This design comes from an exercise in tuning for small area, a short achievable clock period and few clock cycles per item on the open sky130 flow, not from production work. The RTL was checked by simulation tests, not by an equivalence proof against the original design.

==> flow/design.v (outline; a module is shown in full before it is edited, if it fits) <==
// module hlp_crc: 10161 lines
// module hlp_crc_mxi: 8 lines
// module hlp_crc_mx2: 8 lines
// module hlp_crc_x2: 7 lines
module hlp_crc (
    input  wire         clk,
    input  wire         rst,
    input  wire         req_valid,
    output wire         req_ready,
    input  wire [63:0]  req_b,
    input  wire [9:0]   req_tag,
    input  wire [255:0] req_data,
    output wire         rsp_valid,
    input  wire         rsp_ready,
    output wire [63:0]  rsp_data,
    output wire [9:0]   rsp_tag
);
  // ...
==> flow/flow/run.sh <==
#!/bin/bash
set -euo pipefail
PLATFORM_DONT_USE="sky130_fd_sc_hd__probe_p_8 sky130_fd_sc_hd__probec_p_8 sky130_fd_sc_hd__lpflow_bleeder_1 sky130_fd_sc_hd__lpflow_clkbufkapwr_1 sky130_fd_sc_hd__lpflow_clkbufkapwr_16 sky130_fd_sc_hd__lpflow_clkbufkapwr_2 sky130_fd_sc_hd__lpflow_clkbufkapwr_4 sky130_fd_sc_hd__lpflow_clkbufkapwr_8 sky130_fd_sc_hd__lpflow_clkinvkapwr_1 sky130_fd_sc_hd__lpflow_clkinvkapwr_16 sky130_fd_sc_hd__lpflow_clkinvkapwr_2 sky130_fd_sc_hd__lpflow_clkinvkapwr_4 sky130_fd_sc_hd__lpflow_clkinvkapwr_8 sky130_fd_sc_hd__lpflow_decapkapwr_12 sky130_fd_sc_hd__lpflow_decapkapwr_3 sky130_fd_sc_hd__lpflow_decapkapwr_4 sky130_fd_sc_hd__lpflow_decapkapwr_6 sky130_fd_sc_hd__lpflow_decapkapwr_8 sky130_fd_sc_hd__lpflow_inputiso0n_1 sky130_fd_sc_hd__lpflow_inputiso0p_1 sky130_fd_sc_hd__lpflow_inputiso1n_1 sky130_fd_sc_hd__lpflow_inputiso1p_1 sky130_fd_sc_hd__lpflow_inputisolatch_1 sky130_fd_sc_hd__lpflow_isobufsrc_1 sky130_fd_sc_hd__lpflow_isobufsrc_16 sky130_fd_sc_hd__lpflow_isobufsrc_2 sky130_fd_sc_hd__lpflow_isobufsrc_4 sky130_fd_sc_hd__lpflow_isobufsrc_8 sky130_fd_sc_hd__lpflow_isobufsrckapwr_16 sky130_fd_sc_hd__lpflow_lsbuf_lh_hl_isowell_tap_1 sky130_fd_sc_hd__lpflow_lsbuf_lh_hl_isowell_tap_2 sky130_fd_sc_hd__lpflow_lsbuf_lh_hl_isowell_tap_4 sky130_fd_sc_hd__lpflow_lsbuf_lh_isowell_4 sky130_fd_sc_hd__lpflow_lsbuf_lh_isowell_tap_1 sky130_fd_sc_hd__lpflow_lsbuf_lh_isowell_tap_2 sky130_fd_sc_hd__lpflow_lsbuf_lh_isowell_tap_4"
bash standard.sh "BUFFER_PORTS_ARGS=-buffer_cell sky130_fd_sc_hd__buf_1" \
    "DONT_USE_CELLS=$PLATFORM_DONT_USE sky130_fd_sc_hd__xor2_2 sky130_fd_sc_hd__xor2_4 sky130_fd_sc_hd__xnor2_2 sky130_fd_sc_hd__xnor2_4 sky130_fd_sc_hd__mux2i_2 sky130_fd_sc_hd__mux2i_4 sky130_fd_sc_hd__mux2_4" \
    finish > standard.log 2>&1
==> flow/standard.sh <==
#!/bin/bash
# synth_recipe.tcl (not shown) runs the flow's synth.tcl, then flattens the netlist and writes it again
# the make line also repeats each setting of config.mk as NAME=value (left out here)
make -C /OpenROAD-flow-scripts/flow DESIGN_CONFIG=/design/flow/config.mk WORK_HOME=/design/flow/orfs CLKGATE_MAP_FILE= SYNTH_SCRIPT=/design/flow/synth_recipe.tcl "${@:-finish}"
==> flow/config.mk <==
export PLATFORM = sky130hd
export DESIGN_NAME = hlp_crc
export DESIGN_NICKNAME = hlp_crc
export VERILOG_FILES = /design/flow/design.v
export SDC_FILE = /design/flow/constraint.sdc
export NUM_CORES = 4
export LEC_CHECK = 0
export CAP_MARGIN = 30
export CORE_MARGIN = 2
export CORE_UTILIZATION = 25
export PLACE_DENSITY = 0.4
export SLEW_MARGIN = 30
export SYNTH_HIERARCHICAL = 1
export SYNTH_MINIMUM_KEEP_SIZE = 0
==> flow/constraint.sdc <==
create_clock -name core_clock -period 80.0 [get_ports {clk}]
set_input_delay 16.0000 -clock core_clock [delete_from_list [all_inputs] [get_ports {clk}]]
set_output_delay 16.0000 -clock core_clock [all_outputs]
set_load 0.01 [all_outputs]
==> metrics.cfg, run 1 <==
[worst_setup_path]
criticalPathCategory=register to output port
cp_max_fo=3
path_cells=buf_1
rr_worst_depth=40

[global_routing]
grt-busiest-layer=met2
grt_pass1_wl_um=1090000

[finish]
clk_share_pct=1.49
final_cell_mix=xor2_1, mux2i_1, buf_4
dominant_cells=multi-input gates
inverters_excl_clock=36

[sta]
rsz0062_at_grt=no
setup-violations-final=0

[logic_synthesis]
muxShareOfSynthArea_pct=18.9
ys_ff_latch=448
synthTopCellsByArea=xor2_1, mux2i_1, dfxtp_1
synth_compound_area_share_pct=3.64
yosys_most_used_dff=dfxtp_1

[flow_run]
maxCapViolations=0

[clock_network]
clock_path_buffers=3
cts_made_buffers=43
clock_latency_ns=0.67

[status]
status=finished clean

[die]
die_h_um=553

[place]
io_buffers=367

Testbench counts, summed over its fixed seeds: cycles 10,506, items 2,400.
==> run 2, diff against run 1 <==
--- a/flow/design.v
+++ b/flow/design.v
@@ -12,17 +12,16 @@
     output wire [9:0]   rsp_tag
 );
     localparam [63:0] ERR_BAD_ARG = 64'h8000_0010_0000_0009;
     reg         tk_q;
     reg  [255:0] d_q;
     reg  [9:0]  n_q;         
     reg         nhi_q;       
     reg         bc_q;        
-    reg  [31:0] bv_q;
     reg         rdy_q;
     reg         act_q;       
     reg  [9:0]  rem_q;       
     reg  [31:0] s_q;         
     reg  [2:0]  prof_q;      
     reg  [9:0]  tag_q;
     reg         bad_q;
     reg         spend_q;     
@@ -82,17 +81,17 @@
     wire        first   = !act_q;
     wire        n_bad   = nhi_q || (n_q == 10'd0) || (n_q[9] && (n_q[8:0] != 9'd0));
     wire [2:0]  prof    = prof_q;
     wire        bad     = first ? (n_bad || (prof_q == 3'd7)) : bad_q;
     wire [9:0]  rem     = first ? n_q : rem_q;
     wire        last    = first ? (n_bad || (n_q <= 10'd32)) : (rem_q <= 10'd32);
     wire [4:0]  sh      = last ? (5'd0 - rem[4:0]) : 5'd0;    
     wire [5:0]  w_b     = p_width(prof_q);
-    wire [31:0] prev_b  = (bv_q & wmask(w_b)) ^ (p_xorout(prof_q) & wmask(w_b));
+    wire [31:0] prev_b  = (s_q & wmask(w_b)) ^ (p_xorout(prof_q) & wmask(w_b));
     wire [31:0] start_x = bc_q ? prev_b : p_init(prof_q);
     wire [31:0] start_r = p_refl(prof_q) ? rev32(start_x) : (start_x << (6'd32 - w_b));
     wire [31:0] s_in    = first ? start_r : s_q;
     wire        refl    = p_refl(prof);
     wire [255:0] tr, t0, t1, t2, t3, t4, u;
     genvar gk, gm, gi;
     generate
         for (gk = 0; gk < 32; gk = gk + 1) begin : g_rf
@@ -10118,23 +10117,24 @@
     endgenerate
     wire        pv_nx   = r_free ? (pv_q && nres) : (pv_q || nres);
     wire        spend_nx = nres && !r_free && pv_q;
     always @(posedge clk) begin
         d_q    <= req_data;
         n_q    <= req_b[9:0];
         nhi_q  <= (req_b[15:10] != 6'd0);
         bc_q   <= req_b[19];
-        bv_q   <= req_b[63:32];
         if (rdy_q && cmd0) begin
             prof_q <= req_b[18:16];
             tag_q  <= req_tag;
+            s_q    <= req_b[63:32];
+        end else if (tk_q) begin
+            s_q    <= s_nx;
         end
         if (tk_q) begin
-            s_q    <= s_nx;
             bad_q  <= bad;
             rem_q  <= rem - 10'd32;
         end
         r_q    <= r_d[31:0];
         rbad_q <= r_d[32];
         rtag_q <= r_d[42:33];
         if (p_ld) begin
             p_q    <= f_dat;
==> run 2 against run 1 <==
Against the previous run: area after synthesis is 0.15% lower; still clean on timing, DRC and antenna; critical path type is now input pin to register; via count is 3.2% higher; wire length is 1.4% higher; utilization is 0.081 points higher; first-iteration DRC count is 3.2% higher; count of clock-buffer cells in the layout is 1 higher; register-to-register slack better by 0.95 ns.
==> metrics.cfg, run 2 <==
[place]
dp_hpwl_um=771000  ; was 773000 um
io_buffers=367  ; unchanged
routabilityCongestion=1.33  ; was 1.34
place_area_mm2=0.0906  ; was 0.0907 mm^2
placed_cells=13700  ; about the same

[finish]
largest_reg_flops=256  ; unchanged
fillers=31800  ; was 31900
regMostFlops=d_q  ; unchanged
final_cell_mix=xor2_1, mux2i_1, buf_4  ; unchanged
final_common_cell=xor2_1  ; unchanged
fin_cells=14000  ; about the same
nets=10300  ; was 10200
drive_above_1_share_pct=15.5  ; was 15.0%
postLayoutCoreUtil_pct=31.1  ; was 31.0%
syn_to_final_growth_pct=23.9  ; was 23.5%
final_area_mm2=0.0933  ; was 0.0931 mm^2

[sta]
setup-violations-final=0  ; unchanged
finalCriticalPeriod_ns=17.33  ; was 17.18 ns
maxSlewHeadroom_pct=12.2  ; was 4.75%
hold_violations=0  ; unchanged
slew_violations=0  ; unchanged
rsz0062_at_grt=no  ; unchanged
fmax_mhz=57.7  ; was 58.2 MHz
tns_ns=0  ; unchanged
tightest_slew_ns=1.31  ; was 1.42 ns
fin_crit_sh_pct=21.7  ; was 21.5%
finClkSkew_ns=0.0212  ; was 0.0270 ns

[die]
io_pins=410  ; unchanged
start_util_pct=25.1  ; about the same
core_area_mm2=0.300  ; about the same
rows=201  ; unchanged
die_h_um=553  ; about the same
floorplan.die_area_mm2=0.306  ; about the same
die_w_um=553  ; about the same

[worst_setup_path]
worst_ep_arrival_time_ns=17.88  ; was 1.18 ns
end_kind=register  ; was output port
critPathLaunch=rsp_ready  ; was rdy_q
critical_path.startpoint_type=input pin  ; was register
criticalPathCategory=input pin to register  ; was register to output port
rr_worst_depth=44  ; was 40
reg2reg_from=prof_q[1]  ; was act_q
cp.required_ns=80.55  ; was 64.00 ns
cp_max_fo=43  ; was 3
r2r_end=r_q[23]  ; was r_q[27]
ff2ff_setup_slack_ns=63.96  ; was 63.01 ns
crit_end=r_q[28]  ; was req_ready

[routing]
ant_nets=0  ; unchanged
vias=89500  ; was 86700
dr.pass1.iters=10  ; was 11
viasPerCell=6.38  ; was 6.21
finalWirelength_um=945000  ; was 932000 um
wl_per_cell_um=67.3  ; was 66.7 um
drt_iter0_markers=16900  ; was 16400
drcViolationCount=0  ; unchanged

[clock_network]
clock_latency_ns=0.67  ; about the same
clk_pin_slew_worst_paths_ns=0.07  ; about the same
cts.sinks=416  ; was 448
cts-resized-gates=0  ; unchanged
cts_made_buffers=43  ; unchanged
holdBufCountCts=0  ; unchanged
cts_setup_buffers=0  ; unchanged
cts_root_buffer=clkbuf_16  ; unchanged
cts_tree=yes  ; unchanged
htree_levels=2  ; unchanged
clock_path_buffers=3  ; unchanged

[logic_synthesis]
yosysSeqAreaShare_pct=12.4  ; was 13.2%
synth_edf_count=99  ; unchanged
yosysUniqueCellTypes=101  ; was 86
netlist_area_mm2=0.0753  ; was 0.0754 mm^2
synth.largest_area_cell=xor2_1  ; unchanged
yosys.area.top_type_share_pct=57.4  ; was 57.3%
yosys_most_used_dff=dfxtp_1  ; unchanged
syn_area_per_cell_um2=9.08  ; was 9.14 um^2
postSynthCellCount=8291  ; was 8255
ys_ff_latch=416  ; was 448
synth_common_cells=xor2_1, mux2i_1, dfxtp_1, nor2_1, nand2_1  ; unchanged
synthTopCellsByArea=xor2_1, mux2i_1, dfxtp_1  ; unchanged
async_flop_share_pct=0  ; unchanged
synth_most_common_cell=xor2_1  ; unchanged
yosysWarnings=7  ; unchanged

[global_routing]
grt_pass1_wl_um=1100000  ; was 1090000 um
track_usage_pct=59.1  ; was 58.4%
grt_pass1_vias=75300  ; was 74000
grt_max_degree=133  ; was 122
grt_antenna_before_repair=99  ; was 115
overflow=0  ; unchanged

[flow_run]
maxCapViolations=0  ; unchanged

[status]
status=finished clean  ; unchanged

[hold_path]
hp-class=register to register  ; unchanged
hold_depth=0  ; unchanged

==> run 2: area by class of cell <==
cell class              count  area (um^2)  share of cell area [%]
flip-flops and latches    416         9320                    9.99
well taps                3958         4950                    5.31
clock inverters            17          181                   0.194
multi-input cells        7682        65200                    69.9
clock buffers              57         1240                    1.33
inverters                  34          144                   0.154
diodes                    129          323                   0.346
repair buffers           1751        11900                    12.8
==> run 2: layer usage <==
metal / GRT usage [%] / routed length [um] / vias to the layer above
li1: - / - / 30700
met1: 61.8 / 342000 / 44600
met4: 55.9 / 112000 / 111
met3: 44.2 / 152000 / 3663
met2: 72.4 / 331000 / 10400
met5: 20.1 / 7530 / -
==> run 2: worst min-delay path by stage <==
stage              from  slack (ns)         to
2_1_floorplan  tag_q[0]        0.42  ptag_q[0]
3_3_place_gp   tag_q[6]        0.44  ptag_q[6]
3_5_place_dp   tag_q[6]        0.44  ptag_q[6]
4_1_cts        tag_q[7]        0.46  ptag_q[7]
5_1_grt        tag_q[7]        0.46  ptag_q[7]
6_report       tag_q[9]        0.45  ptag_q[9]
==> run 2: modules after synthesis, one instance, submodules excluded <==
module | cells | flops+latches | area (um^2)
hlp_crc | 2055 | 416 | 19000
hlp_crc_x2 | 1 | 0 | 8.76
hlp_crc_mx2 | 1 | 0 | 11.3
hlp_crc_mxi | 1 | 0 | 10.0
==> run 2: through the flow <==
step | setup WS [ns] | hold WS, ns
floorplan | 46.57 | 0.422
global placement | 62.38 | 0.439
detailed placement | 62.36 | 0.441
CTS | 62.76 | 0.456
global route | 62.50 | 0.461
finish | 62.67 | 0.452
==> run 2: kinds of logic after synthesis <==
family,Yosys count,synth area share [%]
AOI/OAI and AO/OA,423,3.96
xor gates and xnor gates,5004,58.2
adders and majority gates,4,0.0665
buffers and inverters,222,1.33
DFF,416,12.4
muxes,1399,18.7
other,1,0.00498
and+or+nand+nor,822,5.35
==> run 2: critical path, cell delays in order <==
cell and delay (ns):
buf_1 0.07, nor2b_1 0.41, clkinv_2 0.75, mux2_1 0.59
Testbench counts of run 2, summed over its fixed seeds: cycles 10,506, items 2,400.
==> run 3, diff against run 2 <==
==> flow/flow/run.sh (replaced) <==
#!/bin/bash
set -euo pipefail
PLATFORM_DONT_USE="sky130_fd_sc_hd__probe_p_8 sky130_fd_sc_hd__probec_p_8 sky130_fd_sc_hd__lpflow_bleeder_1 sky130_fd_sc_hd__lpflow_clkbufkapwr_1 sky130_fd_sc_hd__lpflow_clkbufkapwr_16 sky130_fd_sc_hd__lpflow_clkbufkapwr_2 sky130_fd_sc_hd__lpflow_clkbufkapwr_4 sky130_fd_sc_hd__lpflow_clkbufkapwr_8 sky130_fd_sc_hd__lpflow_clkinvkapwr_1 sky130_fd_sc_hd__lpflow_clkinvkapwr_16 sky130_fd_sc_hd__lpflow_clkinvkapwr_2 sky130_fd_sc_hd__lpflow_clkinvkapwr_4 sky130_fd_sc_hd__lpflow_clkinvkapwr_8 sky130_fd_sc_hd__lpflow_decapkapwr_12 sky130_fd_sc_hd__lpflow_decapkapwr_3 sky130_fd_sc_hd__lpflow_decapkapwr_4 sky130_fd_sc_hd__lpflow_decapkapwr_6 sky130_fd_sc_hd__lpflow_decapkapwr_8 sky130_fd_sc_hd__lpflow_inputiso0n_1 sky130_fd_sc_hd__lpflow_inputiso0p_1 sky130_fd_sc_hd__lpflow_inputiso1n_1 sky130_fd_sc_hd__lpflow_inputiso1p_1 sky130_fd_sc_hd__lpflow_inputisolatch_1 sky130_fd_sc_hd__lpflow_isobufsrc_1 sky130_fd_sc_hd__lpflow_isobufsrc_16 sky130_fd_sc_hd__lpflow_isobufsrc_2 sky130_fd_sc_hd__lpflow_isobufsrc_4 sky130_fd_sc_hd__lpflow_isobufsrc_8 sky130_fd_sc_hd__lpflow_isobufsrckapwr_16 sky130_fd_sc_hd__lpflow_lsbuf_lh_hl_isowell_tap_1 sky130_fd_sc_hd__lpflow_lsbuf_lh_hl_isowell_tap_2 sky130_fd_sc_hd__lpflow_lsbuf_lh_hl_isowell_tap_4 sky130_fd_sc_hd__lpflow_lsbuf_lh_isowell_4 sky130_fd_sc_hd__lpflow_lsbuf_lh_isowell_tap_1 sky130_fd_sc_hd__lpflow_lsbuf_lh_isowell_tap_2 sky130_fd_sc_hd__lpflow_lsbuf_lh_isowell_tap_4"
bash standard.sh "BUFFER_PORTS_ARGS=-buffer_cell sky130_fd_sc_hd__buf_1" \
    "DONT_USE_CELLS=$PLATFORM_DONT_USE sky130_fd_sc_hd__xor2_2 sky130_fd_sc_hd__xor2_4 sky130_fd_sc_hd__xnor2_2 sky130_fd_sc_hd__xnor2_4" \
    finish > standard.log 2>&1
==> run 3 against run 2 <==
Against the previous run: largest cell class unchanged; final area increased by 0.84%; utilization increased by 0.24 points; global-route usage decreased by 0.19 points; still clean on timing, DRC and antenna; count of clock-buffer cells in the layout decreased by 2; via count decreased by 2.7%; non-clock buffer count decreased by 35; clock skew about the same; worst hold slack improved by 0.00085 ns; wire length decreased by 0.72%; critical path depth decreased by 3; cell count decreased by 0.25%; setup slack improved by 0.12 ns.
==> metrics.cfg, run 3 <==
[clock_network]
holdBufCountCts=0  ; unchanged
cts-resized-gates=0  ; unchanged
clk_pin_slew_worst_paths_ns=0.07  ; about the same
cts_made_buffers=42  ; was 43
cts_setup_buffers=0  ; unchanged
cts_tree=yes  ; unchanged
cts.sinks=416  ; unchanged
clock_path_buffers=3  ; unchanged
clock_latency_ns=0.68  ; was 0.67 ns
htree_levels=2  ; unchanged
cts_root_buffer=clkbuf_16  ; unchanged

[routing]
finalWirelength_um=938000  ; was 945000 um
vias=87100  ; was 89500
viasPerCell=6.22  ; was 6.38
drt_iter0_markers=16000  ; was 16900
wl_per_cell_um=67.0  ; was 67.3 um
drcViolationCount=0  ; unchanged
dr.pass1.iters=9  ; was 10
ant_nets=0  ; unchanged

[finish]
postLayoutCoreUtil_pct=31.4  ; was 31.1%
drive_above_1_share_pct=16.5  ; was 15.5%
nets=10200  ; was 10300
multi_input_area_mm2=0.0663  ; was 0.0652 mm^2
final_cell_mix=xor2_1, buf_4, mux2i_1  ; was xor2_1, mux2i_1, buf_4
fillers=31700  ; was 31800
regMostFlops=d_q  ; unchanged
syn_to_final_growth_pct=24.7  ; was 23.9%
largest_reg_flops=256  ; unchanged
ff_latch_area_mm2=0.00932  ; unchanged
final_common_cell=xor2_1  ; unchanged

[sta]
finalCriticalPeriod_ns=17.22  ; was 17.33 ns
hold_violations=0  ; unchanged
fin_crit_sh_pct=21.5  ; was 21.7%
setup-violations-final=0  ; unchanged
maxSlewHeadroom_pct=10.0  ; was 12.2%
finClkSkew_ns=0.0216  ; was 0.0212 ns
tightest_slew_ns=1.35  ; was 1.31 ns
rsz0062_at_grt=no  ; unchanged
fmax_mhz=58.1  ; was 57.7 MHz
tns_ns=0  ; unchanged
slew_violations=0  ; unchanged

[die]
die_h_um=553  ; about the same
io_pins=410  ; unchanged
floorplan.die_area_mm2=0.306  ; about the same
rows=201  ; unchanged
start_util_pct=25.1  ; about the same
core_area_mm2=0.300  ; about the same
die_w_um=553  ; about the same

[worst_setup_path]
reg2reg_from=act_q  ; was prof_q[1]
critical_path.startpoint_type=register  ; was input pin
crit_buf_inv=1  ; was 2
worst_ep_arrival_time_ns=1.22  ; was 17.88 ns
end_kind=output port  ; was register
cp_max_fo=3  ; was 43
crit_end=req_ready  ; was r_q[28]
ff2ff_setup_slack_ns=64.23  ; was 63.96 ns
r2r_end=r_q[9]  ; was r_q[23]
crit_slowest_cell=dfxtp_1  ; was clkinv_2
criticalPathCategory=register to output port  ; was input pin to register
rr_worst_depth=37  ; was 44
slowest_delay_ns=0.38  ; was 0.75 ns
critPathLaunch=rdy_q  ; was rsp_ready
path_cells=buf_1  ; was buf_1, nor2b_1, clkinv_2, mux2_1
cp_top_family=flip-flops  ; was buffers and inverters
cp.required_ns=64.00  ; was 80.55 ns
crit_cells=1  ; was 4

[logic_synthesis]
netlist_area_mm2=0.0755  ; was 0.0753 mm^2
yosys_most_used_dff=dfxtp_1  ; unchanged
synthTopCellsByArea=xor2_1, mux2i_1, dfxtp_1  ; unchanged
synth_common_cells=xor2_1, mux2i_1, dfxtp_1, nor2_1, nand2_1  ; unchanged
synth.largest_area_cell=xor2_1  ; unchanged
yosys.area.top_type_share_pct=57.3  ; was 57.4%
ys_ff_latch=416  ; unchanged
yosysSeqAreaShare_pct=12.4  ; about the same
yosysWarnings=7  ; unchanged
synth_edf_count=99  ; unchanged
postSynthCellCount=8291  ; unchanged
yosysUniqueCellTypes=100  ; was 101
syn_area_per_cell_um2=9.10  ; was 9.08 um^2
async_flop_share_pct=0  ; unchanged
synth_most_common_cell=xor2_1  ; unchanged

[global_routing]
grt_antenna_before_repair=100  ; was 99
track_usage_pct=58.9  ; was 59.1%
overflow=0  ; unchanged
grt_pass1_vias=74100  ; was 75300
grt_max_degree=132  ; was 133
grt_pass1_wl_um=1100000  ; about the same

[flow_run]
maxCapViolations=0  ; unchanged

[hold_path]
hp-class=register to register  ; unchanged

[place]
io_buffers=367  ; unchanged
dp_hpwl_um=770000  ; was 771000 um
routabilityCongestion=1.34  ; was 1.33

[status]
status=finished clean  ; unchanged

==> run 3: worst min-delay path by stage <==
stage | startpoint | to | cells past startpoint
3_5_place_dp | tag_q[8] | ptag_q[8] | 0
6_report | tag_q[6] | ptag_q[6] | 0
5_1_grt | tag_q[8] | ptag_q[8] | 0
3_3_place_gp | tag_q[8] | ptag_q[8] | 0
2_1_floorplan | tag_q[0] | ptag_q[0] | 0
4_1_cts | tag_q[0] | ptag_q[0] | 0
==> run 3: final cells by class <==
cell class / instances / area share, %
clock inverter: 20 / 0.178
antenna: 128 / 0.340
multi-input combinational: 7682 / 70.5
inverter: 34 / 0.152
clock buffer: 55 / 1.28
sequential: 416 / 9.91
timing repair buffer: 1716 / 12.4
tap: 3958 / 5.26
==> run 3: cells by family (layout without fill, tap and decap cells) <==
kind of cell	after synthesis	in the layout	share of synthesized area, %
flops	416	416	12.4
xor+xnor	5004	5004	58.1
mux	1399	1399	18.9
buf+inv	222	1825	1.33
compound gates	423	423	3.92
other cells	1	158	0.00497
simple gates	822	822	5.35
fa+ha+maj	4	4	0.0663
==> run 3: modules after synthesis, one instance, submodules excluded <==
module       cells  times used  cell area, um^2
hlp_crc       2055           1            19000
hlp_crc_mx2      1          43             15.0
hlp_crc_mxi      1        1288             10.0
hlp_crc_x2       1        4905             8.76
==> run 3: through the flow <==
stage	cell area (um^2)	instances	setup WS [ns]	hold slack (ns)
floorplan	75600	8320	46.59	0.422
detailed placement	91600	13700	62.43	0.435
global placement	90200	13500	62.11	0.437
CTS	92900	13800	62.74	0.457
finish	94100	14000	62.78	0.453
global route	93900	13900	62.76	0.468
==> run 3: per-layer routing <==
metal	GRT usage [%]	routed length [um]
met1	61.3	340000
met2	72.5	331000
met3	45.0	152000
met4	54.8	109000
met5	17.7	6640
==> run 4, diff against run 3 <==
--- a/flow/config.mk
+++ b/flow/config.mk
@@ -8,6 +8,6 @@
 export CAP_MARGIN = 30
 export CORE_MARGIN = 2
-export CORE_UTILIZATION = 25
-export PLACE_DENSITY = 0.4
+export CORE_UTILIZATION = 30
+export PLACE_DENSITY = 0.5
 export SLEW_MARGIN = 30
 export SYNTH_HIERARCHICAL = 1
==> run 4 against run 3 <==
Against the previous run: synthesized cell count stayed put; the run now fails in global routing (5_1_grt); area after synthesis stayed put.
==> metrics.cfg, run 4 <==
[logic_synthesis]
yosysUniqueCellTypes=100  ; unchanged
synth.largest_area_cell=xor2_1  ; unchanged
synthTopCellsByArea=xor2_1, mux2i_1, dfxtp_1  ; unchanged
yosys.area.top_type_share_pct=57.3  ; unchanged
yosysSeqAreaShare_pct=12.4  ; unchanged
yosys_most_used_dff=dfxtp_1  ; unchanged
netlist_area_mm2=0.0755  ; unchanged
yosysWarnings=7  ; unchanged
postSynthCellCount=8291  ; unchanged
ys_ff_latch=416  ; unchanged
async_flop_share_pct=0  ; unchanged
synth_most_common_cell=xor2_1  ; unchanged
synth_common_cells=xor2_1, mux2i_1, dfxtp_1, nor2_1, nand2_1  ; unchanged
syn_area_per_cell_um2=9.10  ; unchanged
synth_edf_count=99  ; unchanged

[place]
dp_hpwl_um=710000  ; was 770000 um
pre_cts_slack_ns=62.49  ; was 62.43 ns
routabilityCongestion=1.42  ; was 1.34
place_area_mm2=0.0903  ; was 0.0916 mm^2
io_buffers=367  ; unchanged

[die]
rows=184  ; was 201
die_h_um=506  ; was 553 um
io_pins=410  ; unchanged
start_util_pct=30.1  ; was 25.1%
die_w_um=506  ; was 553 um

[clock_network]
cts-resized-gates=0  ; unchanged
cts_root_buffer=clkbuf_16  ; unchanged
cts_made_buffers=41  ; was 42
cts.sinks=416  ; unchanged
clock_path_buffers=3  ; unchanged
cts_setup_buffers=0  ; unchanged
holdBufCountCts=0  ; unchanged
htree_levels=2  ; unchanged

[status]
status=aborted with a tool error  ; was finished clean
stop_stage=global routing (5_1_grt)
error=[ERROR GRT-0116] Global routing finished with congestion. Check the congestion regions in the DRC Viewer.

[global_routing]
grt_max_degree=107

## run 4: modules after synthesis, one instance, submodules excluded
module	times used	area, um^2
hlp_crc_mx2	43	15.0
hlp_crc	1	19000
hlp_crc_x2	4905	8.76
hlp_crc_mxi	1288	10.0
## run 4: metrics by stage
step	std cells
after floorplan	8320
after global placement	12800
after detailed placement	13000
after CTS	13100
## run 4: how the worst max path moves through the flow
stage / slack, ns / from / endpoint / cells past startpoint
2_1_floorplan: 46.59 / act_q / r_q[7] / 32
3_3_place_gp: 62.20 / rsp_ready / rdy_q / 5
3_5_place_dp: 62.49 / rsp_ready / r_q[16] / 5
4_1_cts: 62.75 / rbad_q / rsp_data[63] / 1
## run 4: cells by family after synthesis
logic type	after synthesis	synth area share, %
other cells	1	0.00497
xor+xnor	5004	58.1
flops	416	12.4
simple gates	822	5.35
mux	1399	18.9
buf+inv	222	1.33
compound gates	423	3.92
fa+ha+maj	4	0.0663

## afterwards: timing with drivers on the ports
The flow's constraints put no driver on any port. The routed layouts listed below were extracted and timed again, unchanged, in two steps. Step 1: set_driving_cell puts a clkbuf_16 on clk and a buf_2 on each other input, an assumption about the parent block. Step 2 also shifts input and output timing later by t, the mid clock arrival at the registers, as if the neighbouring blocks saw the same clock. a / b / c = ideal / step 1 / step 2; a / b = the first two.
| run | t (ns) | slack for setup (ns) | worst hold slack (ns) | slew at the worst register clock pin (ns) | cell pins on the clock port's net |
|---|---|---|---|---|---|
| run 1 | 0.750 | 62.824 / 62.732 / 62.267 | 0.456 / 0.456 / 0.456 | 0.08 / 0.08 | 1 |
| run 2 | 0.757 | 62.666 / 62.707 / 61.983 | 0.452 / 0.452 / 0.452 | 0.07 / 0.07 | 1 |
| run 3 | 0.761 | 62.783 / 62.687 / 62.387 | 0.453 / 0.453 / 0.453 | 0.07 / 0.07 | 1 |
After both steps every run listed still meets setup and hold. For run 2, which loses most, drivers alone change the setup slack by +0.041 ns; drivers and shift together by -0.683 ns.
